What follows belongs to an exercise in optimizing a design on an open flow for small area, a short achievable clock period and few clock cycles; a production flow would make more cautious choices. Function was checked by simulation only, so behaviour that the tests miss may differ from the original.

==> flow/design.v, too long to show whole: its modules and the start of the top module <==
// module shaper_slice: 426 lines
// module shaper_slice_mac5: 3868 lines
module shaper_slice (
    input  wire         clk,
    input  wire         rst,           
    input  wire [15:0]  ped_hi,
    input  wire [15:0]  ped_lo,
    input  wire         gr,
    input  wire [2:0]   nsec,
    input  wire [399:0] coef,          
    input  wire         emode,
    input  wire [4:0]   pick_idx,
    input  wire [15:0]  egain,
    input  wire [4:0]   eshift,
    input  wire [15:0]  zs_thr,
    input  wire         zs_trig,
    input  wire [2:0]   m_code,        
    input  wire [1:0]   k,             
    input  wire         s_valid,
    output reg          s_ready,
    input  wire [15:0]  s_word,
    input  wire [6:0]   s_tick,
    input  wire         s_last,
    input  wire [1:0]   s_status,
    input  wire         s_clr,
    input  wire         s_cal,
    input  wire         s_test,
    output reg          r_valid,
    output reg  [31:0]  r_word
);
  // ...
==> flow/run.sh <==
#!/bin/bash
# synth_recipe.tcl (not shown) runs the flow's synth.tcl, then flattens the netlist and writes it again
# the make line also repeats each setting of config.mk as NAME=value (left out here)
make -C /OpenROAD-flow-scripts/flow DESIGN_CONFIG=/design/flow/config.mk WORK_HOME=/design/flow/orfs CLKGATE_MAP_FILE= SYNTH_SCRIPT=/design/flow/synth_recipe.tcl finish
==> flow/config.mk <==
export PLATFORM = sky130hd
export DESIGN_NAME = shaper_slice
export DESIGN_NICKNAME = shaper_slice
export VERILOG_FILES = /design/flow/design.v
export SDC_FILE = /design/flow/constraint.sdc
export NUM_CORES = 4
export LEC_CHECK = 0
export CAP_MARGIN = 20
export CORE_MARGIN = 2
export CORE_UTILIZATION = 40
export PLACE_DENSITY = 0.6
export SLEW_MARGIN = 20
==> flow/constraint.sdc <==
create_clock -name core_clock -period 25.0 [get_ports {clk}]
set_input_delay 5.0000 -clock core_clock [delete_from_list [all_inputs] [get_ports {clk}]]
set_output_delay 5.0000 -clock core_clock [all_outputs]
set_load 0.01 [all_outputs]
==> flow_metrics.py, run 1 <==
metrics = {
    "synthesis": {
        "ys_types": 101,
        "async_reset_ff_frac": 0,
        "ys_ff_latch": 1451,
        "synth_area_leaders": "fa_1, dfxtp_1, edfxtp_1",
        "synth-main-ff-cell": "dfxtp_1",
    },
    "clock_network": {
        "root_buffer": "clkbuf_16",
        "ctsHoldBuffers": 0,
        "clk_latency_ns": 0.91,
        "numCtsBuffers": 171,
        "cts.sinks": 1451,
        "postCtsSetupBuffers": 0,
    },
    "setup_path": {
        "cp-end-kind": "flop",
        "required_ns": 25.72,
    },
    "hold_path": {
        "hold_path_depth": 0,
        "hold_path.class": "flop to flop",
    },
    "timing": {
        "max-slew-margin-rel": 0.150,
        "finalSetupViolations": 0,
    },
    "flow_run": {
        "maxCapViolCount": 0,
    },
    "cells_and_area": {
        "top_area_cell_class": "multi-input gates",
        "sh_seq_area": 0.239,
        "flops_and_latches": 1451,
        "final-clk-cell-share": 0.0405,
        "multi_input_area_um2": 84100,
    },
    "outcome": {
        "status": "finished clean",
    },
    "grt": {
        "grtUsageTotal": 0.286,
    },
    "floorplan": {
        "die_x_um": 566,
        "dieHeight_um": 566,
    },
    "route": {
        "m1WireLength_um": 185000,
    },
}
Testbench counts, summed over its fixed seeds: cycles 182,706.
==> module shaper_slice, before the edit <==
module shaper_slice (
    input  wire         clk,
    input  wire         rst,           
    input  wire [15:0]  ped_hi,
    input  wire [15:0]  ped_lo,
    input  wire         gr,
    input  wire [2:0]   nsec,
    input  wire [399:0] coef,          
    input  wire         emode,
    input  wire [4:0]   pick_idx,
    input  wire [15:0]  egain,
    input  wire [4:0]   eshift,
    input  wire [15:0]  zs_thr,
    input  wire         zs_trig,
    input  wire [2:0]   m_code,        
    input  wire [1:0]   k,             
    input  wire         s_valid,
    output reg          s_ready,
    input  wire [15:0]  s_word,
    input  wire [6:0]   s_tick,
    input  wire         s_last,
    input  wire [1:0]   s_status,
    input  wire         s_clr,
    input  wire         s_cal,
    input  wire         s_test,
    output reg          r_valid,
    output reg  [31:0]  r_word
);
    integer i;
    localparam GAP = 4;
    reg  [2:0]  nsec_r;
    reg         gr_r, emode_r, zs_trig_r;
    reg  [4:0]  pick_r, eshift_r;
    reg  [15:0] egain_r, zs_thr_r;
    reg  [2:0]  mcode_r;
    reg  [1:0]  k_r;
    always @(posedge clk) begin
        nsec_r    <= nsec;
        gr_r      <= gr;
        emode_r   <= emode;
        zs_trig_r <= zs_trig;
        pick_r    <= pick_idx;
        eshift_r  <= eshift;
        egain_r   <= egain;
        zs_thr_r  <= zs_thr;
        mcode_r   <= m_code;
        k_r       <= k;
    end
    reg         ir_v;
    reg  [13:0] ir_code;
    reg         ir_g;
    reg  [15:0] ir_ped;
    reg  [6:0]  ir_tick;
    reg         ir_last, ir_tok, ir_clr, ir_susp, ir_cal, ir_test;
    reg  [1:0]  ir_st;
    reg         in_xing;
    reg         clr_pend;        
    wire take = s_valid && s_ready;
    reg  [3:0]         px_v;
    reg  signed [23:0] px_x [0:3];
    reg  [3:0]         px_last, px_clr, px_tok, px_sat, px_susp, px_cal, px_test;
    reg  [1:0]         px_st [0:3];
    reg  [6:0]         px_tick [0:3];
    reg  signed [23:0] sx1 [0:3];
    reg  signed [23:0] sx2 [0:3];
    reg  signed [23:0] sy1 [0:3];
    reg  signed [23:0] sy2 [0:3];
    reg  [1:0]  fs;
    wire [1:0]  fs_last = (nsec_r == 3'd0) ? 2'd0 : (nsec_r == 3'd1) ? 2'd1 : (nsec_r[1:0] - 2'd1);
    wire [1:0]  fs_nx   = (fs == fs_last || nsec_r == 3'd0) ? 2'd0 : fs + 2'd1;
    reg  [1:0]  gap;
    wire        gap_ok  = (gap == GAP - 1);
    reg         av;
    reg  [1:0]  as;
    reg  signed [23:0] a_x, a_x1, a_x2, a_y1, a_y2;
    reg         a_last, a_clr, a_tok, a_sat, a_susp, a_cal, a_test;
    reg  [1:0]  a_st;
    reg  [6:0]  a_tick;
    reg  [9:0]  co0, co1, co2, co3, co4;
    reg  [9:0]  ct0, ct1, ct2, ct3, ct4;
    reg  [9:0]  cg0, cg1, cg2, cg3, cg4;
    reg         bv;
    reg  [1:0]  bs;
    reg  [45:0] b_s, b_c;
    reg         b_last, b_clr, b_tok, b_sat, b_susp, b_cal, b_test;
    reg  [1:0]  b_st;
    reg  [6:0]  b_tick;
    reg         o_v;
    reg  signed [23:0] o_y;
    reg         o_last, o_clr, o_tok, o_sat, o_susp, o_cal, o_test;
    reg  [1:0]  o_st;
    reg  [6:0]  o_tick;
    wire        f_gate  = !px_last[fs] || gap_ok;
    wire        f_en    = (nsec_r != 3'd0) && ({1'b0, fs} < nsec_r) && px_v[fs] && (fs != 2'd0 || f_gate);
    wire        byp_en  = (nsec_r == 3'd0) && (fs == 2'd0) && px_v[0] && f_gate;
    wire        cons0   = px_v[0] && (fs == 2'd0) && f_gate;
    wire        px0_free = !px_v[0] || cons0;
    wire        move    = ir_v && px0_free;
    wire signed [17:0] d_val = $signed({2'b00, ir_code, 2'b00}) - $signed({2'b00, ir_ped});
    wire signed [23:0] m_val = !ir_g ? {{6{d_val[17]}}, d_val}
                             : (gr_r ? {{2{d_val[17]}}, d_val, 4'b0} : {{3{d_val[17]}}, d_val, 3'b0});
    wire        ir_v_nx   = take || (ir_v && !move);
    wire        px0_v_nx  = move || (px_v[0] && !cons0);
    wire        last0_nx  = move ? (ir_last || ir_tok) : px_last[0];
    wire [1:0]  gap_nx    = (cons0 && px_last[0]) ? 2'd0 : gap_ok ? gap : gap + 2'd1;
    wire        ready_nx  = !ir_v_nx || !px0_v_nx
                         || (fs_nx == 2'd0 && (!last0_nx || gap_nx == GAP - 1));
    wire [45:0]        b_sum = b_s + b_c;       
    wire               b_ovf = !((&b_sum[45:39]) || !(|b_sum[45:39]));
    wire signed [23:0] b_y   = b_ovf ? (b_sum[45] ? -24'sd8388608 : 24'sd8388607) : b_sum[39:16];
    wire               b_out = ({1'b0, bs} == nsec_r - 3'd1);
    wire               f_clr = px_clr[fs];
    wire signed [23:0] f_y1  = (bv && bs == fs) ? b_y : sy1[fs];
    wire [99:0] c_nx = coef[100*fs +: 100];
    reg  [9:0]  be_one [0:4];
    reg  [9:0]  be_two [0:4];
    reg  [9:0]  be_neg [0:4];
    reg  [20:0] be_c;
    integer     ep, ek;
    always @(*) begin
        for (ep = 0; ep < 5; ep = ep + 1) begin
            be_c = {c_nx[20*ep +: 20], 1'b0};
            for (ek = 0; ek < 10; ek = ek + 1) begin
                be_one[ep][ek] = be_c[2*ek+1] ^ be_c[2*ek];
                be_two[ep][ek] = (be_c[2*ek+2] & !be_c[2*ek+1] & !be_c[2*ek])
                               | (!be_c[2*ek+2] & be_c[2*ek+1] & be_c[2*ek]);
                be_neg[ep][ek] = (ep >= 3) ? !be_c[2*ek+2] : be_c[2*ek+2];
            end
        end
    end
    wire [45:0] t_s, t_c;
    shaper_slice_mac5 u_mac (
        .o0(co0), .o1(co1), .o2(co2), .o3(co3), .o4(co4),
        .t0(ct0), .t1(ct1), .t2(ct2), .t3(ct3), .t4(ct4),
        .g0(cg0), .g1(cg1), .g2(cg2), .g3(cg3), .g4(cg4),
        .v0(a_x), .v1(a_x1), .v2(a_x2), .v3(a_y1), .v4(a_y2),
        .rs(t_s), .rc(t_c));
    always @(posedge clk) begin
        co0 <= be_one[0]; co1 <= be_one[1]; co2 <= be_one[2]; co3 <= be_one[3]; co4 <= be_one[4];
        ct0 <= be_two[0]; ct1 <= be_two[1]; ct2 <= be_two[2]; ct3 <= be_two[3]; ct4 <= be_two[4];
        cg0 <= be_neg[0]; cg1 <= be_neg[1]; cg2 <= be_neg[2]; cg3 <= be_neg[3]; cg4 <= be_neg[4];
        as   <= fs;
        a_x  <= px_x[fs];
        a_x1 <= f_clr ? 24'sd0 : sx1[fs];
        a_x2 <= f_clr ? 24'sd0 : sx2[fs];
        a_y1 <= f_clr ? 24'sd0 : f_y1;
        a_y2 <= f_clr ? 24'sd0 : sy2[fs];
        a_last <= px_last[fs]; a_clr <= f_clr; a_tok <= px_tok[fs]; a_sat <= (fs != 2'd0) && px_sat[fs];
        a_susp <= px_susp[fs]; a_cal <= px_cal[fs]; a_test <= px_test[fs];
        a_st <= px_st[fs]; a_tick <= px_tick[fs];
        b_s <= t_s;
        b_c <= t_c;
        bs  <= as;
        b_last <= a_last; b_clr <= a_clr; b_tok <= a_tok; b_sat <= a_sat;
        b_susp <= a_susp; b_cal <= a_cal; b_test <= a_test;
        b_st <= a_st; b_tick <= a_tick;
        if (s_ready) begin
            ir_code <= s_word[13:0];
            ir_g    <= s_word[15];
            ir_ped  <= s_word[15] ? ped_lo : ped_hi;
            ir_tick <= s_tick;
            ir_last <= s_last;
            ir_tok  <= s_status != 2'd0;
            ir_st   <= s_status;
            ir_clr  <= (!in_xing && s_clr) || clr_pend;
            ir_susp <= s_word[14];
            ir_cal  <= s_cal;
            ir_test <= s_test;
        end
        if (move) begin
            px_x[0]    <= ir_tok ? 24'sd0 : m_val;
            px_last[0] <= ir_last || ir_tok;
            px_clr[0]  <= ir_clr || ir_tok;
            px_tok[0]  <= ir_tok;
            px_st[0]   <= ir_st;
            px_susp[0] <= ir_susp;
            px_cal[0]  <= ir_cal;
            px_test[0] <= ir_test;
            px_tick[0] <= ir_tick;
        end
        if (bv && !b_out) begin
            px_x[bs + 2'd1]    <= b_y;
            px_last[bs + 2'd1] <= b_last;
            px_clr[bs + 2'd1]  <= b_clr;
            px_tok[bs + 2'd1]  <= b_tok;
            px_st[bs + 2'd1]   <= b_st;
            px_sat[bs + 2'd1]  <= b_sat | b_ovf;
            px_susp[bs + 2'd1] <= b_susp;
            px_cal[bs + 2'd1]  <= b_cal;
            px_test[bs + 2'd1] <= b_test;
            px_tick[bs + 2'd1] <= b_tick;
        end
        if (byp_en) begin
            o_y <= px_x[0];
            o_last <= px_last[0]; o_clr <= px_clr[0]; o_tok <= px_tok[0]; o_sat <= 1'b0;
            o_susp <= px_susp[0]; o_cal <= px_cal[0]; o_test <= px_test[0];
            o_st <= px_st[0]; o_tick <= px_tick[0];
        end else begin
            o_y <= b_y;
            o_last <= b_last; o_clr <= b_clr; o_tok <= b_tok; o_sat <= b_sat | b_ovf;
            o_susp <= b_susp; o_cal <= b_cal; o_test <= b_test;
            o_st <= b_st; o_tick <= b_tick;
        end
        if (rst) begin
            ir_v    <= 1'b0;
            in_xing <= 1'b0;
            clr_pend <= 1'b1;
            s_ready <= 1'b1;
            fs      <= 2'd0;
            gap     <= GAP - 1;
            px_v    <= 4'd0;
            av      <= 1'b0;
            bv      <= 1'b0;
            o_v     <= 1'b0;
        end else begin
            ir_v    <= ir_v_nx;
            if (take) in_xing <= (s_status == 2'd0) && !s_last;
            if (take) clr_pend <= 1'b0;
            s_ready <= ready_nx;
            fs      <= fs_nx;
            gap     <= gap_nx;
            av      <= f_en;
            bv      <= av;
            o_v     <= byp_en || (bv && b_out);
            for (i = 0; i < 4; i = i + 1)
                px_v[i] <= (i == 0 && move) || (bv && !b_out && bs + 2'd1 == i)
                        || (px_v[i] && !((f_en || byp_en) && fs == i));
        end
    end
    always @(posedge clk) begin
        for (i = 0; i < 4; i = i + 1) begin
            if (i >= nsec_r) begin
                sx1[i] <= 24'sd0; sx2[i] <= 24'sd0; sy1[i] <= 24'sd0; sy2[i] <= 24'sd0;
            end else begin
                if (av && as == i) begin
                    sx1[i] <= a_x;
                    sx2[i] <= a_x1;
                    sy2[i] <= a_y1;
                end
                if (bv && bs == i)
                    sy1[i] <= b_y;
            end
        end
    end
    reg                sel_new;        
    reg  [5:0]         x_n;
    reg  signed [23:0] prev_y;
    reg                prev_ok;
    reg  [2:0]         wake_left;
    reg  signed [23:0] sel_y, sel_a, sel_c;
    reg  [6:0]         sel_tick;
    reg                sel_a_ok, sel_c_ok;
    reg  [5:0]         sel_n;
    reg                f_sat, f_susp, f_cal, f_test;
    reg                cv, c_tok, c_wake;
    reg  [1:0]         c_st;
    wire        o_first  = sel_new;
    wire [5:0]  o_n      = o_first ? 6'd0 : x_n;
    wire        o_pok    = (o_first && o_clr) ? 1'b0 : prev_ok;
    wire [2:0]  o_wake   = (o_first && o_clr) ? 3'd4 : wake_left;
    always @(posedge clk) begin
        if (rst) begin
            sel_new <= 1'b1;
            cv      <= 1'b0;
        end else begin
            sel_new <= o_v ? (o_tok || o_last) : sel_new;
            cv      <= o_v && (o_tok || o_last);
        end
    end
    always @(posedge clk) begin
        if (o_v) begin
            if (o_tok) begin
                prev_ok   <= 1'b0;
                wake_left <= 3'd4;
                c_tok     <= 1'b1;
                c_st      <= o_st;
            end else begin
                if (!emode_r) begin
                    if (o_n <= {1'b0, pick_r}) begin
                        sel_y    <= o_y;
                        sel_tick <= o_tick;
                    end
                    sel_a_ok <= 1'b0;
                    sel_c_ok <= 1'b0;
                end else if (o_first || o_y > sel_y) begin
                    sel_y    <= o_y;
                    sel_tick <= o_tick;
                    sel_n    <= o_n;
                    sel_a    <= prev_y;
                    sel_a_ok <= o_pok;
                    sel_c_ok <= 1'b0;
                end else if (!sel_c_ok && o_n == sel_n + 6'd1) begin
                    sel_c    <= o_y;
                    sel_c_ok <= 1'b1;
                end
                prev_y  <= o_y;
                prev_ok <= 1'b1;
                x_n     <= o_n + 6'd1;
                f_sat   <= (!o_first && f_sat)  | o_sat;
                f_susp  <= (!o_first && f_susp) | o_susp;
                f_cal   <= (!o_first && f_cal)  | o_cal;
                f_test  <= (!o_first && f_test) | o_test;
                if (o_last) begin
                    c_tok     <= 1'b0;
                    c_wake    <= o_wake != 3'd0;
                    wake_left <= (o_wake != 3'd0) ? o_wake - 3'd1 : 3'd0;
                end else begin
                    wake_left <= o_wake;
                end
            end
        end
    end
    reg                a2v, a3v, a4v, a5v;
    reg  signed [23:0] q_y;            
    reg  signed [23:0] q_h;            
    reg  [15:0]        q_lo;           
    reg  [31:0]        q_rem;          
    reg  [30:0]        q_d;            
    reg  [3:0]         q_mag;
    reg                q_nneg, q_tval, q_tok, q_wake, q_sat, q_susp, q_cal, q_test;
    reg  [1:0]         q_st;
    reg  [6:0]         q_tick;
    reg  signed [15:0] q_p;
    wire signed [23:0] m_y   = cv ? sel_y : q_y;
    wire signed [23:0] m_h   = cv ? 24'sd0 : q_h;
    wire [3:0]         m_g   = cv ? egain_r[3:0] : a2v ? egain_r[7:4] : a3v ? egain_r[11:8] : egain_r[15:12];
    wire signed [27:0] m_t   = m_h + m_y * $signed({1'b0, m_g});
    wire signed [25:0] num     = $signed({{2{sel_a[23]}}, sel_a}) - $signed({{2{sel_c[23]}}, sel_c});
    wire [26:0]        den_abs = ($signed({{3{sel_y[23]}}, sel_y}) <<< 1)
                               - $signed({{3{sel_a[23]}}, sel_a}) - $signed({{3{sel_c[23]}}, sel_c});
    wire [26:0]        num_abs = num[25] ? -{num[25], num} : {num[25], num};
    wire               dq_hi = q_rem >= {q_d, 1'b0};
    wire [31:0]        dr_hi = dq_hi ? q_rem - {q_d, 1'b0} : q_rem;
    wire               dq_lo = dr_hi >= {1'b0, q_d};
    wire [31:0]        dr_lo = dq_lo ? dr_hi - {1'b0, q_d} : dr_hi;
    wire signed [5:0]  x16   = !q_nneg ? -$signed({2'b00, q_mag}) : $signed({2'b00, q_mag});
    wire signed [15:0] p_pos = $signed({5'b0, q_tick, 4'b0})
                             + (q_tval ? (x16 * $signed({1'b0, 6'd32 >> k_r})) : 16'sd0);
    always @(posedge clk) begin
        if (rst) begin
            a2v <= 1'b0; a3v <= 1'b0; a4v <= 1'b0; a5v <= 1'b0;
        end else begin
            a2v <= cv; a3v <= a2v; a4v <= a3v; a5v <= a4v;
        end
        if (cv || a2v || a3v || a4v) begin
            q_h  <= m_t[27:4];
            q_lo <= {m_t[3:0], q_lo[15:4]};
        end
        if (cv) begin
            q_y    <= sel_y;
            q_rem  <= {1'b0, num_abs, 4'b0} + {5'b0, den_abs};
            q_d    <= {1'b0, den_abs, 3'b0};
            q_nneg <= num[25];
            q_tval <= emode_r && sel_c_ok && sel_a_ok && (sel_a < sel_y);
            q_tok  <= c_tok;
            q_st   <= c_st;
            q_wake <= c_wake;
            q_sat  <= f_sat;
            q_susp <= f_susp;
            q_cal  <= f_cal;
            q_test <= f_test;
            q_tick <= sel_tick;
        end
        if (a2v || a3v) begin
            q_rem <= dr_lo;
            q_d   <= {2'b00, q_d[30:2]};
            q_mag <= {q_mag[1:0], dq_hi, dq_lo};
        end
        if (a4v)
            q_p <= p_pos;
    end
    reg                r1v, r1_tok, r1_tval, r1_wake, r1_sat, r1_susp, r1_cal, r1_test;
    reg  [1:0]         r1_st;
    reg  [15:0]        r1_e;
    reg  [5:0]         r1_t;
    wire signed [39:0] e_prod = {q_h, q_lo};
    wire signed [40:0] e_rnd  = (eshift_r == 5'd0) ? 41'sd0 : (41'sd1 <<< (eshift_r - 5'd1));
    wire signed [40:0] e_sh   = (e_prod + e_rnd) >>> eshift_r;
    wire               e_neg  = e_sh < 0;
    wire               e_big  = e_sh > 41'sd65535;
    wire [15:0]        e_val  = e_neg ? 16'd0 : e_big ? 16'hFFFF : e_sh[15:0];
    wire [11:0] p_u = q_p[11:0];
    wire [9:0]  v3a = p_u[11:2];                  
    wire [8:0]  v3b = p_u[11:3];                  
    wire [17:0] m3a = v3a[7:0] * 9'd171;
    wire [17:0] m3b = v3b[7:0] * 9'd171;
    wire [5:0]  d3a = (v3a >= 10'd192) ? 6'd63 : m3a[14:9];
    wire [5:0]  d3b = (v3b >= 9'd192)  ? 6'd63 : m3b[14:9];
    wire [5:0]  d8  = (p_u[11:3] > 9'd63) ? 6'd63 : p_u[8:3];
    wire [5:0]  d16 = (p_u[11:4] > 8'd63) ? 6'd63 : p_u[9:4];
    wire [5:0]  d32 = (p_u[11:5] > 7'd63) ? 6'd63 : p_u[10:5];
    reg  [5:0]  t_sel;
    always @(*) begin
        case (mcode_r)
            3'd0:    t_sel = d8;
            3'd1:    t_sel = d3a;
            3'd2:    t_sel = d16;
            3'd3:    t_sel = d3b;
            default: t_sel = d32;
        endcase
    end
    always @(posedge clk) begin
        r1v     <= a5v && !rst;
        r1_tok  <= q_tok;
        r1_st   <= q_st;
        r1_tval <= q_tval;
        r1_wake <= q_wake;
        r1_sat  <= q_sat | e_big;
        r1_susp <= q_susp;
        r1_cal  <= q_cal;
        r1_test <= q_test;
        r1_e    <= e_val;
        r1_t    <= q_p[15] ? 6'd0 : t_sel;
    end
    wire        keep = r1_e >= zs_thr_r;
    wire        zero = zs_trig_r && !keep;
    always @(posedge clk) begin
        r_valid <= r1v && !rst;
        if (r1_tok)
            r_word <= (r1_st == 2'd1) ? 32'h0000_0100 : (r1_st == 2'd2) ? 32'h0000_0200 : 32'h0;
        else
            r_word <= { zero ? 16'd0 : r1_e, zero ? 6'd0 : r1_t,
                        2'b00, r1_cal, r1_test, r1_susp, r1_sat,
                        r1_wake, 1'b0, keep, r1_tval };
    end
endmodule
==> run 2: changes to the inputs <==
--- a/flow/design.v
+++ b/flow/design.v
@@ -96,6 +96,7 @@
     wire        cons0   = px_v[0] && (fs == 2'd0) && f_gate;
     wire        px0_free = !px_v[0] || cons0;
     wire        move    = ir_v && px0_free;
+    wire        ir_free = !ir_v || move;         
     wire signed [17:0] d_val = $signed({2'b00, ir_code, 2'b00}) - $signed({2'b00, ir_ped});
     wire signed [23:0] m_val = !ir_g ? {{6{d_val[17]}}, d_val}
                              : (gr_r ? {{2{d_val[17]}}, d_val, 4'b0} : {{3{d_val[17]}}, d_val, 3'b0});
@@ -154,7 +155,7 @@
         b_last <= a_last; b_clr <= a_clr; b_tok <= a_tok; b_sat <= a_sat;
         b_susp <= a_susp; b_cal <= a_cal; b_test <= a_test;
         b_st <= a_st; b_tick <= a_tick;
-        if (s_ready) begin
+        if (ir_free) begin
             ir_code <= s_word[13:0];
             ir_g    <= s_word[15];
             ir_ped  <= s_word[15] ? ped_lo : ped_hi;
@@ -310,7 +311,7 @@
             end
         end
     end
-    reg                a2v, a3v, a4v, a5v;
+    reg                a2v, a3v, a4v, a5v, a6v;
     reg  signed [23:0] q_y;            
     reg  signed [23:0] q_h;            
     reg  [15:0]        q_lo;           
@@ -321,28 +322,29 @@
     reg  [1:0]         q_st;
     reg  [6:0]         q_tick;
     reg  signed [15:0] q_p;
-    wire signed [23:0] m_y   = cv ? sel_y : q_y;
-    wire signed [23:0] m_h   = cv ? 24'sd0 : q_h;
-    wire [3:0]         m_g   = cv ? egain_r[3:0] : a2v ? egain_r[7:4] : a3v ? egain_r[11:8] : egain_r[15:12];
-    wire signed [27:0] m_t   = m_h + m_y * $signed({1'b0, m_g});
+    wire signed [23:0] m_h   = a2v ? 24'sd0 : q_h;
+    wire [3:0]         m_g   = a2v ? egain_r[3:0] : a3v ? egain_r[7:4] : a4v ? egain_r[11:8] : egain_r[15:12];
+    wire signed [27:0] m_t   = m_h + q_y * $signed({1'b0, m_g});
     wire signed [25:0] num     = $signed({{2{sel_a[23]}}, sel_a}) - $signed({{2{sel_c[23]}}, sel_c});
     wire [26:0]        den_abs = ($signed({{3{sel_y[23]}}, sel_y}) <<< 1)
                                - $signed({{3{sel_a[23]}}, sel_a}) - $signed({{3{sel_c[23]}}, sel_c});
     wire [26:0]        num_abs = num[25] ? -{num[25], num} : {num[25], num};
-    wire               dq_hi = q_rem >= {q_d, 1'b0};
-    wire [31:0]        dr_hi = dq_hi ? q_rem - {q_d, 1'b0} : q_rem;
-    wire               dq_lo = dr_hi >= {1'b0, q_d};
-    wire [31:0]        dr_lo = dq_lo ? dr_hi - {1'b0, q_d} : dr_hi;
+    wire [32:0]        dd_hi = {1'b0, q_rem} - {1'b0, q_d, 1'b0};
+    wire               dq_hi = !dd_hi[32];
+    wire [31:0]        dr_hi = dq_hi ? dd_hi[31:0] : q_rem;
+    wire [32:0]        dd_lo = {1'b0, dr_hi} - {2'b00, q_d};
+    wire               dq_lo = !dd_lo[32];
+    wire [31:0]        dr_lo = dq_lo ? dd_lo[31:0] : dr_hi;
     wire signed [5:0]  x16   = !q_nneg ? -$signed({2'b00, q_mag}) : $signed({2'b00, q_mag});
     wire signed [15:0] p_pos = $signed({5'b0, q_tick, 4'b0})
                              + (q_tval ? (x16 * $signed({1'b0, 6'd32 >> k_r})) : 16'sd0);
     always @(posedge clk) begin
         if (rst) begin
-            a2v <= 1'b0; a3v <= 1'b0; a4v <= 1'b0; a5v <= 1'b0;
+            a2v <= 1'b0; a3v <= 1'b0; a4v <= 1'b0; a5v <= 1'b0; a6v <= 1'b0;
         end else begin
-            a2v <= cv; a3v <= a2v; a4v <= a3v; a5v <= a4v;
+            a2v <= cv; a3v <= a2v; a4v <= a3v; a5v <= a4v; a6v <= a5v;
         end
-        if (cv || a2v || a3v || a4v) begin
+        if (a2v || a3v || a4v || a5v) begin
             q_h  <= m_t[27:4];
             q_lo <= {m_t[3:0], q_lo[15:4]};
         end
@@ -369,16 +371,29 @@
         if (a4v)
             q_p <= p_pos;
     end
+    reg                f2_tok, f2_tval, f2_wake, f2_sat, f2_susp, f2_cal, f2_test;
+    reg  [1:0]         f2_st;
+    always @(posedge clk) begin
+        if (a5v) begin
+            f2_tok  <= q_tok;
+            f2_st   <= q_st;
+            f2_tval <= q_tval;
+            f2_wake <= q_wake;
+            f2_sat  <= q_sat;
+            f2_susp <= q_susp;
+            f2_cal  <= q_cal;
+            f2_test <= q_test;
+        end
+    end
     reg                r1v, r1_tok, r1_tval, r1_wake, r1_sat, r1_susp, r1_cal, r1_test;
     reg  [1:0]         r1_st;
-    reg  [15:0]        r1_e;
+    reg  [15:0]        r1_elo;         
+    reg                r1_ehz;         
+    reg                r1_eng;         
+    reg                r1_erb;         
     reg  [5:0]         r1_t;
     wire signed [39:0] e_prod = {q_h, q_lo};
-    wire signed [40:0] e_rnd  = (eshift_r == 5'd0) ? 41'sd0 : (41'sd1 <<< (eshift_r - 5'd1));
-    wire signed [40:0] e_sh   = (e_prod + e_rnd) >>> eshift_r;
-    wire               e_neg  = e_sh < 0;
-    wire               e_big  = e_sh > 41'sd65535;
-    wire [15:0]        e_val  = e_neg ? 16'd0 : e_big ? 16'hFFFF : e_sh[15:0];
+    wire signed [40:0] e_w    = $signed({e_prod, 1'b0}) >>> eshift_r;
     wire [11:0] p_u = q_p[11:0];
     wire [9:0]  v3a = p_u[11:2];                  
     wire [8:0]  v3b = p_u[11:3];                  
@@ -400,27 +415,33 @@
         endcase
     end
     always @(posedge clk) begin
-        r1v     <= a5v && !rst;
-        r1_tok  <= q_tok;
-        r1_st   <= q_st;
-        r1_tval <= q_tval;
-        r1_wake <= q_wake;
-        r1_sat  <= q_sat | e_big;
-        r1_susp <= q_susp;
-        r1_cal  <= q_cal;
-        r1_test <= q_test;
-        r1_e    <= e_val;
+        r1v     <= a6v && !rst;
+        r1_tok  <= f2_tok;
+        r1_st   <= f2_st;
+        r1_tval <= f2_tval;
+        r1_wake <= f2_wake;
+        r1_sat  <= f2_sat;
+        r1_susp <= f2_susp;
+        r1_cal  <= f2_cal;
+        r1_test <= f2_test;
+        r1_elo  <= e_w[16:1];
+        r1_ehz  <= !(|e_w[40:17]);
+        r1_eng  <= e_w[40];
+        r1_erb  <= e_w[0];
         r1_t    <= q_p[15] ? 6'd0 : t_sel;
     end
-    wire        keep = r1_e >= zs_thr_r;
-    wire        zero = zs_trig_r && !keep;
+    wire [16:0] e_inc = {1'b0, r1_elo} + {16'd0, r1_erb};
+    wire        e_big = !r1_eng && (!r1_ehz || e_inc[16]);
+    wire [15:0] e_val = r1_eng ? 16'd0 : e_big ? 16'hFFFF : e_inc[15:0];
+    wire        keep  = e_val >= zs_thr_r;
+    wire        zero  = zs_trig_r && !keep;
     always @(posedge clk) begin
         r_valid <= r1v && !rst;
         if (r1_tok)
             r_word <= (r1_st == 2'd1) ? 32'h0000_0100 : (r1_st == 2'd2) ? 32'h0000_0200 : 32'h0;
         else
-            r_word <= { zero ? 16'd0 : r1_e, zero ? 6'd0 : r1_t,
-                        2'b00, r1_cal, r1_test, r1_susp, r1_sat,
+            r_word <= { zero ? 16'd0 : e_val, zero ? 6'd0 : r1_t,
+                        2'b00, r1_cal, r1_test, r1_susp, r1_sat | e_big,
                         r1_wake, 1'b0, keep, r1_tval };
     end
 endmodule
==> run 2 against run 1 <==
Against the previous run: die area is 1.6% lower; maximum frequency up 6.9%; wire length fell by 3.5%; core utilization rose by 0.066 points; clock skew fell by 0.0068 ns; non-clock buffer count is 2 lower; flip-flop and latch count up 13; setup slack better by 0.51 ns; hold slack got worse by 0.043 ns; largest cell class unchanged.
==> flow_metrics.py, run 2 <==
metrics = {
    "placement": {
        "dpl_cell_area_um2": 134000,
        "place_hpwl_um": 324000,
        "gp_congestion": 1.01,
        "numPortBuffers": 549,
    },
    "timing": {
        "period_needed_ns": 7.44,
        "fmax_ghz": 0.134,
        "rsz0062_at_grt": "false",
        "skew_ns": 0.0981,
        "fin_tns_setup_ns": 0,
        "tightest_slew_ns": 1.21,
        "max-slew-margin-rel": 0.191,
        "slew_viol_final": 0,
        "hold_viol": 0,
        "fin_crit_sh": 0.298,
        "finalSetupViolations": 0,
        "whs_ns": 0.283,
    },
    "route": {
        "wl_per_cell_um": 27.1,
        "drcViolationCount": 0,
        "dr.pass1.iters": 10,
        "drt_iter0_markers": 12498,
        "vias": 98554,
        "vias_per_cell": 5.86,
        "wl_um": 455000,
        "drtAntennaViolNets": 0,
    },
    "synthesis": {
        "synth_most_common_cell": "fa_1",
        "synth_warnings": 8,
        "synth_top_area_share": 0.212,
        "ys_seq_area_frac": 0.276,
        "synth_cells": 12514,
        "async_reset_ff_frac": 0,
        "synth_area_leaders": "fa_1, dfxtp_1, edfxtp_1",
        "synth_common_cells": "fa_1, inv_1, a22oi_1",
        "synth-main-ff-cell": "dfxtp_1",
        "yosysTopAreaCell": "fa_1",
        "netlist_area_um2": 124000,
        "postSynthAreaPerCell_um2": 9.94,
        "ys_ff_latch": 1464,
        "synth_edf_count": 495,
        "ys_types": 100,
    },
    "clock_network": {
        "clk_pin_slew_worst_paths_ns": 0.06,
        "ctsHoldBuffers": 0,
        "cts_resized": 0,
        "cts.sinks": 1464,
        "cts_tree": "yes",
        "clk_latency_ns": 0.90,
        "h-tree-depth": 4,
        "numCtsBuffers": 168,
        "clk_path_buf_depth": 4,
        "root_buffer": "clkbuf_16",
        "postCtsSetupBuffers": 0,
    },
    "setup_path": {
        "regToRegEndpoint": "q_rem[20]$_DFFE_PP_",
        "cp-end-kind": "flop",
        "r2r_slack_ns": 17.56,
        "critPathArrivalTime_ns": 8.02,
        "worstSetupPathType": "flop to flop",
        "required_ns": 25.58,
        "r2r_start": "q_d[1]$_SDFFCE_PP0P_",
        "worstSetupStartpointType": "flop",
        "reg2regPathDepth": 26,
        "crit_fanout": 51,
    },
    "hold_path": {
        "whs_endpoint": "b_st[0]$_DFF_P_",
        "hold_path.class": "flop to flop",
        "hold_path.startpoint": "a_st[0]$_DFF_P_",
        "hold_path_depth": 0,
    },
    "cells_and_area": {
        "nNetsFinal": 14880,
        "fillCellCount": 29221,
        "final_cell_mix": "fa_1, inv_1, a22oi_1, nand2_1, dfxtp_1",
        "layout_commonest_cell": "fa_1",
        "final_layout_size_suffix_gt1_frac": 0.0818,
        "final_area_um2": 139000,
        "area_growth_pct": 12.0,
    },
    "grt": {
        "first_global_vias": 97801,
        "grtUsageTotal": 0.283,
        "grt_max_degree": 95,
        "grt_pass1_wl_um": 665000,
        "grt_overflow": 0,
        "grt_antenna_before_repair": 23,
    },
    "floorplan": {
        "core-area_um2": 309000,
        "dieHeight_um": 562,
        "initial_core_util": 0.402,
        "die_x_um": 562,
        "dieArea_um2": 315000,
        "fp-row-count": 204,
        "num_io_pins": 551,
    },
    "flow_run": {
        "maxCapViolCount": 0,
    },
    "outcome": {
        "status": "finished clean",
    },
}
[run 2: cell families after synthesis]
logic type	synth area share
other	0.0000302
flip-flops	0.276
adder cells (fa/ha/maj)	0.262
buffers and inverters	0.0694
multiplexers	0.0459
XOR/XNOR	0.108
AND/OR/NAND/NOR	0.0764
AO/OA/AOI/OAI	0.162
[run 2: final cells by class]
type | count | area (um^2) | area share
Inverter | 1273 | 4780 | 0.0343
Multi-Input combinational cell | 8780 | 81700 | 0.586
Timing Repair Buffer | 856 | 7850 | 0.0563
Tap cell | 4120 | 5150 | 0.0370
Clock inverter | 72 | 691 | 0.00496
Sequential cell | 1464 | 34300 | 0.247
Antenna cell | 15 | 37.5 | 0.000270
Clock buffer | 229 | 4740 | 0.0340
[run 2: routing by layer]
layer	vias to the layer above	global-route usage	share of wire
met5	-	0.00889	0.00084
met4	8	0.113	0.048
met3	1337	0.115	0.14
met2	6221	0.407	0.41
met1	48509	0.375	0.40
li1	42479	-	-
[run 2: worst max-delay path, cell delays in order (launching register included)]
cell,delay [ns]
edfxtp_1,0.41
inv_1,0.15
ha_1,0.24
nor2b_1,0.14
o2111ai_1,0.27
a31oi_1,0.26
a2111oi_1,0.74
o31a_1,0.38
o31ai_4,0.10
a21oi_1,0.17
and2_1,0.13
buf_4,0.44
mux2_2,0.41
ha_1,0.33
a21o_1,0.17
a21oi_1,0.27
a2bb2oi_1,0.37
a211oi_1,0.20
o21ai_0,0.31
a31oi_1,0.14
o21ai_0,0.16
nand2b_1,0.15
nor3_4,0.19
buf_4,0.50
inv_2,0.22
mux2i_1,0.19
a21oi_1,0.09
[run 2: through the flow]
step | instances | worst slack, ns | util
5_1_grt | 16797 | 17.00 | 0.450
2_1_floorplan | 12514 | 18.78 | -
3_5_place_dp | 16491 | 17.66 | 0.433
3_3_place_gp | 16491 | 17.67 | 0.433
4_1_cts | 16792 | 17.69 | 0.450
6_report | 16809 | 17.56 | 0.450
[run 2: worst max-delay path by stage]
stage,from,slack [ns],cells after the start,end
after global routing,sel_a[0]$_DFFE_PP_,17.00,27,q_rem[28]$_DFFE_PP_
after floorplan,s_word[15],18.78,3,ir_ped[10]$_DFFE_PN_
after detailed placement,q_d[1]$_SDFFCE_PP0P_,17.66,26,q_rem[28]$_DFFE_PP_
final,q_d[1]$_SDFFCE_PP0P_,17.56,26,q_rem[20]$_DFFE_PP_
after CTS,q_d[1]$_SDFFCE_PP0P_,17.69,26,q_rem[20]$_DFFE_PP_
after global placement,q_d[1]$_SDFFCE_PP0P_,17.67,26,q_rem[28]$_DFFE_PP_
Testbench counts of run 2, summed over its fixed seeds: cycles 183,253.
==> run 3: changes to the inputs <==
--- a/flow/design.v
+++ b/flow/design.v
@@ -56,26 +56,24 @@
     reg         in_xing;
     reg         clr_pend;        
     wire take = s_valid && s_ready;
-    reg  [3:0]         px_v;
-    reg  signed [23:0] px_x [0:3];
-    reg  [3:0]         px_last, px_clr, px_tok, px_sat, px_susp, px_cal, px_test;
-    reg  [1:0]         px_st [0:3];
-    reg  [6:0]         px_tick [0:3];
-    reg  signed [23:0] sx1 [0:3];
-    reg  signed [23:0] sx2 [0:3];
-    reg  signed [23:0] sy1 [0:3];
-    reg  signed [23:0] sy2 [0:3];
-    reg  [1:0]  fs;
-    wire [1:0]  fs_last = (nsec_r == 3'd0) ? 2'd0 : (nsec_r == 3'd1) ? 2'd1 : (nsec_r[1:0] - 2'd1);
-    wire [1:0]  fs_nx   = (fs == fs_last || nsec_r == 3'd0) ? 2'd0 : fs + 2'd1;
+    reg  signed [23:0] r_x1 [0:3];
+    reg  signed [23:0] r_x2 [0:3];
+    reg  signed [23:0] r_y1 [0:3];
+    reg  signed [23:0] r_y2 [0:3];
+    reg  signed [23:0] r_px [0:3];
+    reg  [3:0]         r_v, r_last, r_clr, r_tok, r_sat, r_susp, r_cal, r_test;
+    reg  [1:0]         r_st [0:3];
+    reg  [6:0]         r_tick [0:3];
+    reg  [1:0]  rph;                    
+    reg  [1:0]  rph_nx;                 
+    reg  [2:0]  rnu_r;                  
+    wire [2:0]  rnu  = (rph == 2'd0) ? nsec_r : rnu_r;
+    wire [1:0]  rlm1 = (rnu == 3'd4) ? 2'd3 : (rnu == 3'd3) ? 2'd2 : 2'd1;    
+    wire [2:0]  rnu_n  = (rph_nx == 2'd0) ? nsec : rnu;
+    wire [1:0]  rlm1_n = (rnu_n == 3'd4) ? 2'd3 : (rnu_n == 3'd3) ? 2'd2 : 2'd1;
+    wire [1:0]  rph_nn = (rph_nx == rlm1_n) ? 2'd0 : rph_nx + 2'd1;
     reg  [1:0]  gap;
     wire        gap_ok  = (gap == GAP - 1);
-    reg         av;
-    reg  [1:0]  as;
-    reg  signed [23:0] a_x, a_x1, a_x2, a_y1, a_y2;
-    reg         a_last, a_clr, a_tok, a_sat, a_susp, a_cal, a_test;
-    reg  [1:0]  a_st;
-    reg  [6:0]  a_tick;
     reg  [9:0]  co0, co1, co2, co3, co4;
     reg  [9:0]  ct0, ct1, ct2, ct3, ct4;
     reg  [9:0]  cg0, cg1, cg2, cg3, cg4;
@@ -90,29 +88,25 @@
     reg         o_last, o_clr, o_tok, o_sat, o_susp, o_cal, o_test;
     reg  [1:0]  o_st;
     reg  [6:0]  o_tick;
-    wire        f_gate  = !px_last[fs] || gap_ok;
-    wire        f_en    = (nsec_r != 3'd0) && ({1'b0, fs} < nsec_r) && px_v[fs] && (fs != 2'd0 || f_gate);
-    wire        byp_en  = (nsec_r == 3'd0) && (fs == 2'd0) && px_v[0] && f_gate;
-    wire        cons0   = px_v[0] && (fs == 2'd0) && f_gate;
-    wire        px0_free = !px_v[0] || cons0;
-    wire        move    = ir_v && px0_free;
-    wire        ir_free = !ir_v || move;         
+    wire        ir_end  = ir_last || ir_tok;
+    wire        i_gate  = !ir_end || gap_ok;
+    wire        byp     = ir_v && (nsec_r == 3'd0) && i_gate;              
+    wire        move    = ir_v && (nsec_r != 3'd0) && (rph == 2'd0) && i_gate;    
+    wire        ir_free = !ir_v || move || byp;                           
     wire signed [17:0] d_val = $signed({2'b00, ir_code, 2'b00}) - $signed({2'b00, ir_ped});
-    wire signed [23:0] m_val = !ir_g ? {{6{d_val[17]}}, d_val}
+    wire signed [23:0] m_val = ir_tok ? 24'sd0
+                             : !ir_g ? {{6{d_val[17]}}, d_val}
                              : (gr_r ? {{2{d_val[17]}}, d_val, 4'b0} : {{3{d_val[17]}}, d_val, 3'b0});
-    wire        ir_v_nx   = take || (ir_v && !move);
-    wire        px0_v_nx  = move || (px_v[0] && !cons0);
-    wire        last0_nx  = move ? (ir_last || ir_tok) : px_last[0];
-    wire [1:0]  gap_nx    = (cons0 && px_last[0]) ? 2'd0 : gap_ok ? gap : gap + 2'd1;
-    wire        ready_nx  = !ir_v_nx || !px0_v_nx
-                         || (fs_nx == 2'd0 && (!last0_nx || gap_nx == GAP - 1));
+    wire        ir_v_nx   = take || (ir_v && !move && !byp);
+    wire        end_nx    = take ? (s_last || s_status != 2'd0) : ir_end;
+    wire [1:0]  gap_nx    = ((move || byp) && ir_end) ? 2'd0 : gap_ok ? gap : gap + 2'd1;
+    wire        ready_nx  = !ir_v_nx
+                         || ((nsec == 3'd0 || rph_nx == 2'd0) && (!end_nx || gap_nx == GAP - 1));
     wire [45:0]        b_sum = b_s + b_c;       
     wire               b_ovf = !((&b_sum[45:39]) || !(|b_sum[45:39]));
     wire signed [23:0] b_y   = b_ovf ? (b_sum[45] ? -24'sd8388608 : 24'sd8388607) : b_sum[39:16];
-    wire               b_out = ({1'b0, bs} == nsec_r - 3'd1);
-    wire               f_clr = px_clr[fs];
-    wire signed [23:0] f_y1  = (bv && bs == fs) ? b_y : sy1[fs];
-    wire [99:0] c_nx = coef[100*fs +: 100];
+    wire               b_out = ({1'b0, bs} == rnu_r - 3'd1);
+    wire [99:0] c_nx = coef[100*rph_nx +: 100];
     reg  [9:0]  be_one [0:4];
     reg  [9:0]  be_two [0:4];
     reg  [9:0]  be_neg [0:4];
@@ -129,32 +123,68 @@
             end
         end
     end
+    wire        a_op = r_v[0];
     wire [45:0] t_s, t_c;
     shaper_slice_mac5 u_mac (
         .o0(co0), .o1(co1), .o2(co2), .o3(co3), .o4(co4),
         .t0(ct0), .t1(ct1), .t2(ct2), .t3(ct3), .t4(ct4),
         .g0(cg0), .g1(cg1), .g2(cg2), .g3(cg3), .g4(cg4),
-        .v0(a_x), .v1(a_x1), .v2(a_x2), .v3(a_y1), .v4(a_y2),
+        .v0(r_px[0]), .v1(r_x1[0]), .v2(r_x2[0]), .v3(r_y1[0]), .v4(r_y2[0]),
         .rs(t_s), .rc(t_c));
+    wire               w_v    = (rph == 2'd0) ? move : (bv && !b_out);
+    wire signed [23:0] w_px   = (rph == 2'd0) ? m_val : b_y;
+    wire               w_clr  = (rph == 2'd0) ? (ir_clr || ir_tok) : b_clr;
+    wire               w_last = (rph == 2'd0) ? ir_end : b_last;
+    wire               w_tok  = (rph == 2'd0) ? ir_tok : b_tok;
+    wire [1:0]         w_st   = (rph == 2'd0) ? ir_st : b_st;
+    wire               w_sat  = (rph != 2'd0) && (b_sat | b_ovf);
+    wire               w_susp = (rph == 2'd0) ? ir_susp : b_susp;
+    wire               w_cal  = (rph == 2'd0) ? ir_cal : b_cal;
+    wire               w_test = (rph == 2'd0) ? ir_test : b_test;
+    wire [6:0]         w_tick = (rph == 2'd0) ? ir_tick : b_tick;
+    wire               w_zero = ({1'b0, rph} >= rnu) || (w_v && w_clr);
+    wire signed [23:0] w_x1   = w_zero ? 24'sd0 : a_op ? r_px[0] : r_x1[0];
+    wire signed [23:0] w_x2   = w_zero ? 24'sd0 : a_op ? r_x1[0] : r_x2[0];
+    wire signed [23:0] w_y2   = w_zero ? 24'sd0 : a_op ? r_y1[0] : r_y2[0];
+    wire signed [23:0] w_y1   = w_zero ? 24'sd0 : r_y1[0];
+    wire signed [23:0] y_new  = (r_v[rlm1] && r_clr[rlm1]) ? 24'sd0 : b_y;
+    integer q;
+    always @(posedge clk) begin
+        for (q = 0; q < 4; q = q + 1) begin
+            if (q == rlm1) begin
+                r_x1[q] <= w_x1; r_x2[q] <= w_x2; r_y1[q] <= w_y1; r_y2[q] <= w_y2;
+                r_px[q] <= w_px;
+                r_last[q] <= w_last; r_clr[q] <= w_clr; r_tok[q] <= w_tok; r_st[q] <= w_st;
+                r_sat[q] <= w_sat; r_susp[q] <= w_susp; r_cal[q] <= w_cal; r_test[q] <= w_test;
+                r_tick[q] <= w_tick;
+            end else if (q < rlm1) begin
+                r_x1[q] <= r_x1[q+1]; r_x2[q] <= r_x2[q+1]; r_y2[q] <= r_y2[q+1];
+                r_y1[q] <= (bv && q + 1 == rlm1) ? y_new : r_y1[q+1];
+                r_px[q] <= r_px[q+1];
+                r_last[q] <= r_last[q+1]; r_clr[q] <= r_clr[q+1]; r_tok[q] <= r_tok[q+1];
+                r_st[q] <= r_st[q+1]; r_sat[q] <= r_sat[q+1]; r_susp[q] <= r_susp[q+1];
+                r_cal[q] <= r_cal[q+1]; r_test[q] <= r_test[q+1]; r_tick[q] <= r_tick[q+1];
+            end else begin
+                r_x1[q] <= 24'sd0; r_x2[q] <= 24'sd0; r_y1[q] <= 24'sd0; r_y2[q] <= 24'sd0;
+            end
+        end
+        if (rst) begin
+            r_v <= 4'd0;
+        end else begin
+            for (q = 0; q < 4; q = q + 1)
+                r_v[q] <= (q == rlm1) ? w_v : (q < rlm1) ? r_v[q+1] : 1'b0;
+        end
+    end
     always @(posedge clk) begin
         co0 <= be_one[0]; co1 <= be_one[1]; co2 <= be_one[2]; co3 <= be_one[3]; co4 <= be_one[4];
         ct0 <= be_two[0]; ct1 <= be_two[1]; ct2 <= be_two[2]; ct3 <= be_two[3]; ct4 <= be_two[4];
         cg0 <= be_neg[0]; cg1 <= be_neg[1]; cg2 <= be_neg[2]; cg3 <= be_neg[3]; cg4 <= be_neg[4];
-        as   <= fs;
-        a_x  <= px_x[fs];
-        a_x1 <= f_clr ? 24'sd0 : sx1[fs];
-        a_x2 <= f_clr ? 24'sd0 : sx2[fs];
-        a_y1 <= f_clr ? 24'sd0 : f_y1;
-        a_y2 <= f_clr ? 24'sd0 : sy2[fs];
-        a_last <= px_last[fs]; a_clr <= f_clr; a_tok <= px_tok[fs]; a_sat <= (fs != 2'd0) && px_sat[fs];
-        a_susp <= px_susp[fs]; a_cal <= px_cal[fs]; a_test <= px_test[fs];
-        a_st <= px_st[fs]; a_tick <= px_tick[fs];
         b_s <= t_s;
         b_c <= t_c;
-        bs  <= as;
-        b_last <= a_last; b_clr <= a_clr; b_tok <= a_tok; b_sat <= a_sat;
-        b_susp <= a_susp; b_cal <= a_cal; b_test <= a_test;
-        b_st <= a_st; b_tick <= a_tick;
+        bs  <= rph;
+        b_last <= r_last[0]; b_clr <= r_clr[0]; b_tok <= r_tok[0]; b_sat <= r_sat[0];
+        b_susp <= r_susp[0]; b_cal <= r_cal[0]; b_test <= r_test[0];
+        b_st <= r_st[0]; b_tick <= r_tick[0];
         if (ir_free) begin
             ir_code <= s_word[13:0];
             ir_g    <= s_word[15];
@@ -168,49 +198,26 @@
             ir_cal  <= s_cal;
             ir_test <= s_test;
         end
-        if (move) begin
-            px_x[0]    <= ir_tok ? 24'sd0 : m_val;
-            px_last[0] <= ir_last || ir_tok;
-            px_clr[0]  <= ir_clr || ir_tok;
-            px_tok[0]  <= ir_tok;
-            px_st[0]   <= ir_st;
-            px_susp[0] <= ir_susp;
-            px_cal[0]  <= ir_cal;
-            px_test[0] <= ir_test;
-            px_tick[0] <= ir_tick;
-        end
-        if (bv && !b_out) begin
-            px_x[bs + 2'd1]    <= b_y;
-            px_last[bs + 2'd1] <= b_last;
-            px_clr[bs + 2'd1]  <= b_clr;
-            px_tok[bs + 2'd1]  <= b_tok;
-            px_st[bs + 2'd1]   <= b_st;
-            px_sat[bs + 2'd1]  <= b_sat | b_ovf;
-            px_susp[bs + 2'd1] <= b_susp;
-            px_cal[bs + 2'd1]  <= b_cal;
-            px_test[bs + 2'd1] <= b_test;
-            px_tick[bs + 2'd1] <= b_tick;
-        end
-        if (byp_en) begin
-            o_y <= px_x[0];
-            o_last <= px_last[0]; o_clr <= px_clr[0]; o_tok <= px_tok[0]; o_sat <= 1'b0;
-            o_susp <= px_susp[0]; o_cal <= px_cal[0]; o_test <= px_test[0];
-            o_st <= px_st[0]; o_tick <= px_tick[0];
+        if (byp) begin
+            o_y <= m_val;
+            o_last <= ir_end; o_clr <= ir_clr || ir_tok; o_tok <= ir_tok; o_sat <= 1'b0;
+            o_susp <= ir_susp; o_cal <= ir_cal; o_test <= ir_test;
+            o_st <= ir_st; o_tick <= ir_tick;
         end else begin
             o_y <= b_y;
             o_last <= b_last; o_clr <= b_clr; o_tok <= b_tok; o_sat <= b_sat | b_ovf;
             o_susp <= b_susp; o_cal <= b_cal; o_test <= b_test;
             o_st <= b_st; o_tick <= b_tick;
         end
+        rnu_r <= rnu;
         if (rst) begin
             ir_v    <= 1'b0;
             in_xing <= 1'b0;
             clr_pend <= 1'b1;
             s_ready <= 1'b1;
-            fs      <= 2'd0;
+            rph     <= 2'd0;
+            rph_nx  <= 2'd1;
             gap     <= GAP - 1;
-            px_v    <= 4'd0;
-            av      <= 1'b0;
             bv      <= 1'b0;
             o_v     <= 1'b0;
         end else begin
@@ -218,29 +225,11 @@
             if (take) in_xing <= (s_status == 2'd0) && !s_last;
             if (take) clr_pend <= 1'b0;
             s_ready <= ready_nx;
-            fs      <= fs_nx;
+            rph     <= rph_nx;
+            rph_nx  <= rph_nn;
             gap     <= gap_nx;
-            av      <= f_en;
-            bv      <= av;
-            o_v     <= byp_en || (bv && b_out);
-            for (i = 0; i < 4; i = i + 1)
-                px_v[i] <= (i == 0 && move) || (bv && !b_out && bs + 2'd1 == i)
-                        || (px_v[i] && !((f_en || byp_en) && fs == i));
-        end
-    end
-    always @(posedge clk) begin
-        for (i = 0; i < 4; i = i + 1) begin
-            if (i >= nsec_r) begin
-                sx1[i] <= 24'sd0; sx2[i] <= 24'sd0; sy1[i] <= 24'sd0; sy2[i] <= 24'sd0;
-            end else begin
-                if (av && as == i) begin
-                    sx1[i] <= a_x;
-                    sx2[i] <= a_x1;
-                    sy2[i] <= a_y1;
-                end
-                if (bv && bs == i)
-                    sy1[i] <= b_y;
-            end
+            bv      <= a_op;
+            o_v     <= byp || (bv && b_out);
         end
     end
     reg                sel_new;        
@@ -321,7 +310,6 @@
     reg                q_nneg, q_tval, q_tok, q_wake, q_sat, q_susp, q_cal, q_test;
     reg  [1:0]         q_st;
     reg  [6:0]         q_tick;
-    reg  signed [15:0] q_p;
     wire signed [23:0] m_h   = a2v ? 24'sd0 : q_h;
     wire [3:0]         m_g   = a2v ? egain_r[3:0] : a3v ? egain_r[7:4] : a4v ? egain_r[11:8] : egain_r[15:12];
     wire signed [27:0] m_t   = m_h + q_y * $signed({1'b0, m_g});
@@ -329,15 +317,8 @@
     wire [26:0]        den_abs = ($signed({{3{sel_y[23]}}, sel_y}) <<< 1)
                                - $signed({{3{sel_a[23]}}, sel_a}) - $signed({{3{sel_c[23]}}, sel_c});
     wire [26:0]        num_abs = num[25] ? -{num[25], num} : {num[25], num};
-    wire [32:0]        dd_hi = {1'b0, q_rem} - {1'b0, q_d, 1'b0};
-    wire               dq_hi = !dd_hi[32];
-    wire [31:0]        dr_hi = dq_hi ? dd_hi[31:0] : q_rem;
-    wire [32:0]        dd_lo = {1'b0, dr_hi} - {2'b00, q_d};
-    wire               dq_lo = !dd_lo[32];
-    wire [31:0]        dr_lo = dq_lo ? dd_lo[31:0] : dr_hi;
-    wire signed [5:0]  x16   = !q_nneg ? -$signed({2'b00, q_mag}) : $signed({2'b00, q_mag});
-    wire signed [15:0] p_pos = $signed({5'b0, q_tick, 4'b0})
-                             + (q_tval ? (x16 * $signed({1'b0, 6'd32 >> k_r})) : 16'sd0);
+    wire [32:0]        dd    = {1'b0, q_rem} - {2'b00, q_d};
+    wire               dq    = !dd[32];
     always @(posedge clk) begin
         if (rst) begin
             a2v <= 1'b0; a3v <= 1'b0; a4v <= 1'b0; a5v <= 1'b0; a6v <= 1'b0;
@@ -351,7 +332,7 @@
         if (cv) begin
             q_y    <= sel_y;
             q_rem  <= {1'b0, num_abs, 4'b0} + {5'b0, den_abs};
-            q_d    <= {1'b0, den_abs, 3'b0};
+            q_d    <= {den_abs, 4'b0};
             q_nneg <= num[25];
             q_tval <= emode_r && sel_c_ok && sel_a_ok && (sel_a < sel_y);
             q_tok  <= c_tok;
@@ -363,16 +344,16 @@
             q_test <= f_test;
             q_tick <= sel_tick;
         end
-        if (a2v || a3v) begin
-            q_rem <= dr_lo;
-            q_d   <= {2'b00, q_d[30:2]};
-            q_mag <= {q_mag[1:0], dq_hi, dq_lo};
+        if (a2v || a3v || a4v) begin
+            if (dq) q_rem <= dd[31:0];
+            q_d   <= {1'b0, q_d[30:1]};
         end
-        if (a4v)
-            q_p <= p_pos;
+        if (a2v || a3v || a4v || a5v)
+            q_mag <= {q_mag[2:0], dq};
     end
-    reg                f2_tok, f2_tval, f2_wake, f2_sat, f2_susp, f2_cal, f2_test;
+    reg                f2_tok, f2_tval, f2_wake, f2_sat, f2_susp, f2_cal, f2_test, f2_nneg;
     reg  [1:0]         f2_st;
+    reg  [6:0]         f2_tick;
     always @(posedge clk) begin
         if (a5v) begin
             f2_tok  <= q_tok;
@@ -383,6 +364,8 @@
             f2_susp <= q_susp;
             f2_cal  <= q_cal;
             f2_test <= q_test;
+            f2_nneg <= q_nneg;
+            f2_tick <= q_tick;
         end
     end
     reg                r1v, r1_tok, r1_tval, r1_wake, r1_sat, r1_susp, r1_cal, r1_test;
@@ -394,7 +377,10 @@
     reg  [5:0]         r1_t;
     wire signed [39:0] e_prod = {q_h, q_lo};
     wire signed [40:0] e_w    = $signed({e_prod, 1'b0}) >>> eshift_r;
-    wire [11:0] p_u = q_p[11:0];
+    wire signed [5:0]  x16   = !f2_nneg ? -$signed({2'b00, q_mag}) : $signed({2'b00, q_mag});
+    wire signed [15:0] p_pos = $signed({5'b0, f2_tick, 4'b0})
+                             + (f2_tval ? (x16 * $signed({1'b0, 6'd32 >> k_r})) : 16'sd0);
+    wire [11:0] p_u = p_pos[11:0];
     wire [9:0]  v3a = p_u[11:2];                  
     wire [8:0]  v3b = p_u[11:3];                  
     wire [17:0] m3a = v3a[7:0] * 9'd171;
@@ -428,7 +414,7 @@
         r1_ehz  <= !(|e_w[40:17]);
         r1_eng  <= e_w[40];
         r1_erb  <= e_w[0];
-        r1_t    <= q_p[15] ? 6'd0 : t_sel;
+        r1_t    <= p_pos[15] ? 6'd0 : t_sel;
     end
     wire [16:0] e_inc = {1'b0, r1_elo} + {16'd0, r1_erb};
     wire        e_big = !r1_eng && (!r1_ehz || e_inc[16]);
--- a/flow/config.mk
+++ b/flow/config.mk
@@ -8,5 +8,7 @@
 export CAP_MARGIN = 20
 export CORE_MARGIN = 2
 export CORE_UTILIZATION = 40
+export CTS_CLUSTER_DIAMETER = 100
+export CTS_CLUSTER_SIZE = 24
 export PLACE_DENSITY = 0.6
 export SLEW_MARGIN = 20
==> run 3 against run 2 <==
Against the previous run: still clean; wire length is 5.2% higher; register-to-register slack worse by 1.7 ns; setup slack lost 1.7 ns; count of clock-buffer cells in the layout decreased by 122; die area is 7.8% lower; core utilization decreased by 0.76 points; critical path type unchanged.
==> flow_metrics.py, run 3 <==
metrics = {
    "outcome": {
        "status": "finished clean",
    },
    "synthesis": {
        "synth_edf_count": 427,
        "ys_ff_latch": 1328,
        "ys_types": 101,
        "synth_cells": 11303,
        "netlist_area_um2": 115000,
        "async_reset_ff_frac": 0,
        "yosysTopAreaCell": "fa_1",
        "postSynthAreaPerCell_um2": 10.1,
        "synth_area_leaders": "fa_1, dfxtp_1, edfxtp_1",
        "synth_common_cells": "fa_1, inv_1, a22oi_1",
        "ys_seq_area_frac": 0.269,
        "synth-main-ff-cell": "dfxtp_1",
        "synth_warnings": 37,
        "synth_most_common_cell": "fa_1",
        "synth_top_area_share": 0.229,
    },
    "route": {
        "wl_um": 478000,
        "drtAntennaViolNets": 0,
        "vias_per_cell": 5.99,
        "vias": 90588,
        "dr.pass1.iters": 7,
        "wl_per_cell_um": 31.6,
        "drt_iter0_markers": 11499,
        "drcViolationCount": 0,
    },
    "clock_network": {
        "cts_tree": "yes",
        "root_buffer": "clkbuf_16",
        "cts_resized": 0,
        "h-tree-depth": 3,
        "ctsHoldBuffers": 0,
        "clk_path_buf_depth": 4,
        "numCtsBuffers": 81,
        "clk_latency_ns": 0.85,
        "cts.sinks": 1328,
        "clk_pin_slew_worst_paths_ns": 0.10,
        "postCtsSetupBuffers": 0,
    },
    "timing": {
        "fmax_ghz": 0.110,
        "rsz0062_at_grt": "false",
        "fin_tns_setup_ns": 0,
        "period_needed_ns": 9.09,
        "slew_viol_final": 0,
        "skew_ns": 0.0532,
        "tightest_slew_ns": 1.38,
        "finalSetupViolations": 0,
        "hold_viol": 0,
        "layout_setup_ws_ns": 15.91,
        "fin_crit_sh": 0.364,
        "max-slew-margin-rel": 0.0721,
    },
    "placement": {
        "dpl_cell_area_um2": 124000,
        "numPortBuffers": 549,
        "place_ws_ns": 15.95,
        "place_hpwl_um": 356000,
        "gp_congestion": 1.07,
    },
    "setup_path": {
        "critPathArrivalTime_ns": 9.83,
        "slowest_delay_ns": 0.57,
        "regToRegEndpoint": "r1_t[5]$_SDFF_PP0_",
        "crit_fanout": 10,
        "cp-startpoint": "q_mag[0]$_DFFE_PP_",
        "worstSetupStartpointType": "flop",
        "r2r_slack_ns": 15.91,
        "worstSetupPathType": "flop to flop",
        "timing.critical_path.to": "r1_t[5]$_SDFF_PP0_",
        "r2r_start": "q_mag[0]$_DFFE_PP_",
        "critPathSlowestCell": "o41ai_1",
        "reg2regPathDepth": 34,
        "required_ns": 25.74,
        "cp-end-kind": "flop",
    },
    "floorplan": {
        "core-area_um2": 285000,
        "dieArea_um2": 291000,
        "die_x_um": 539,
        "num_io_pins": 551,
        "dieHeight_um": 539,
        "fp-row-count": 196,
        "initial_core_util": 0.402,
    },
    "flow_run": {
        "maxCapViolCount": 0,
    },
    "cells_and_area": {
        "area_growth_pct": 10.1,
        "final_layout_size_suffix_gt1_frac": 0.0650,
        "final_area_um2": 126000,
        "final_cell_mix": "fa_1, inv_1, a22oi_1, xor2_1, dfxtp_1",
        "layout_commonest_cell": "fa_1",
        "fillCellCount": 27028,
        "nNetsFinal": 13568,
    },
    "grt": {
        "first_global_vias": 91271,
        "grt_overflow": 0,
        "grt_pass1_wl_um": 677000,
        "grt_max_degree": 103,
        "grt_antenna_before_repair": 54,
        "grtUsageTotal": 0.322,
    },
    "hold_path": {
        "hold_path.class": "flop to flop",
    },
}
==> run 3: cell count changes after synthesis, moves of 83 or more <==
cell      previous run  this run
nand2_1           1019       619
a21oi_1            663       301
nor2_1             456       354
mux2i_1             96       195
a222oi_1            96         0
xnor2_1            689       606
==> run 3: through the flow <==
stage                     utilization  hold WS [ns]  std cells
after global placement          0.434         0.310      14949
after global routing            0.443         0.316      15117
after CTS                       0.442         0.305      15081
after detailed placement        0.434         0.312      14949
final                           0.443         0.308      15128
after floorplan                     -         0.310      11342
==> run 3: worst min path at each step <==
stage	endpoint	from	slack, ns	cells past startpoint
after floorplan	b_cal$_DFF_P_	r_cal[0]$_DFF_P_	0.31	0
after global placement	r_y2[0][8]$_DFF_P_	r_y2[1][8]$_DFF_P_	0.31	0
after detailed placement	r_x1[0][6]$_DFF_P_	r_x1[1][6]$_DFF_P_	0.31	0
after CTS	b_tick[3]$_DFF_P_	r_tick[0][3]$_DFF_P_	0.30	0
after global routing	b_tick[3]$_DFF_P_	r_tick[0][3]$_DFF_P_	0.32	0
final	b_tick[4]$_DFF_P_	r_tick[0][4]$_DFF_P_	0.31	0
==> run 3: kinds of logic after synthesis <==
logic type                 after synthesis  share of synthesized area
adders and majority gates             1781                      0.280
and+or+nand+nor                       1579                     0.0646
DFF                                   1328                      0.269
muxes                                  399                     0.0481
other                                    2                  0.0000655
AOI/OAI and AO/OA                     2491                      0.149
xor gates and xnor gates              1510                      0.115
buffers and inverters                 2213                     0.0726
==> run 3: worst max-delay path, delay by kind of cell, from the launching register on <==
family	cells	cell delay, ns
fa+ha+maj	12	4.54
compound gates	11	2.42
buf+inv	6	0.73
simple gates	3	0.56
flops	1	0.42
xor+xnor	2	0.31
==> run 3: area by class of cell <==
class / count / area [um^2] / share of cell area
Multi-Input combinational cell: 7801 / 75700 / 0.600
Sequential cell: 1328 / 31000 / 0.245
Timing Repair Buffer: 829 / 7600 / 0.0602
Tap cell: 3762 / 4710 / 0.0373
Inverter: 1229 / 4620 / 0.0366
Clock buffer: 107 / 2130 / 0.0169
Clock inverter: 25 / 367 / 0.00290
Antenna cell: 47 / 118 / 0.000932
==> run 3: per-layer routing <==
layer	routed length, um	track usage	vias up
li1	-	-	37893
met1	184000	0.410	45708
met2	199000	0.466	5563
met3	60200	0.120	1396
met4	34600	0.189	28
met5	183	0	-
Testbench counts of run 3, summed over its fixed seeds: cycles 183,221.

-- re-timing with driven ports --
In the flow no input, the clock included, has a driving cell. The finished layouts below were timed again as built, in two steps. Step 1 sets driving cells, clkbuf_16 on the clock port and buf_2 on the other inputs (assumed; they add their load-dependent delay and slew). Step 2 adds t to the input delays and takes it off the output delays; t is the mean of the earliest and latest rising clock arrival at the registers after step 1. Input paths then give back, and output paths get back, about the clock's delay inside the block. Three values: no drivers, after step 1, after step 2; two values: the first two.
| run | t (ns) | setup WS [ns] | hold slack, ns | worst setup path after step 2 | cell pins on the clock port's net |
|---|---|---|---|---|---|
| run 1 | 0.978 | 17.050 / 17.050 / 17.050 | 0.325 / 0.325 / 0.325 | register to register | 1 |
| run 2 | 0.964 | 17.562 / 17.562 / 17.562 | 0.283 / 0.283 / 0.283 | register to register | 1 |
| run 3 | 0.924 | 15.911 / 15.911 / 15.911 | 0.308 / 0.308 / 0.308 | register to register | 1 |
After both steps every run listed still meets setup and hold.
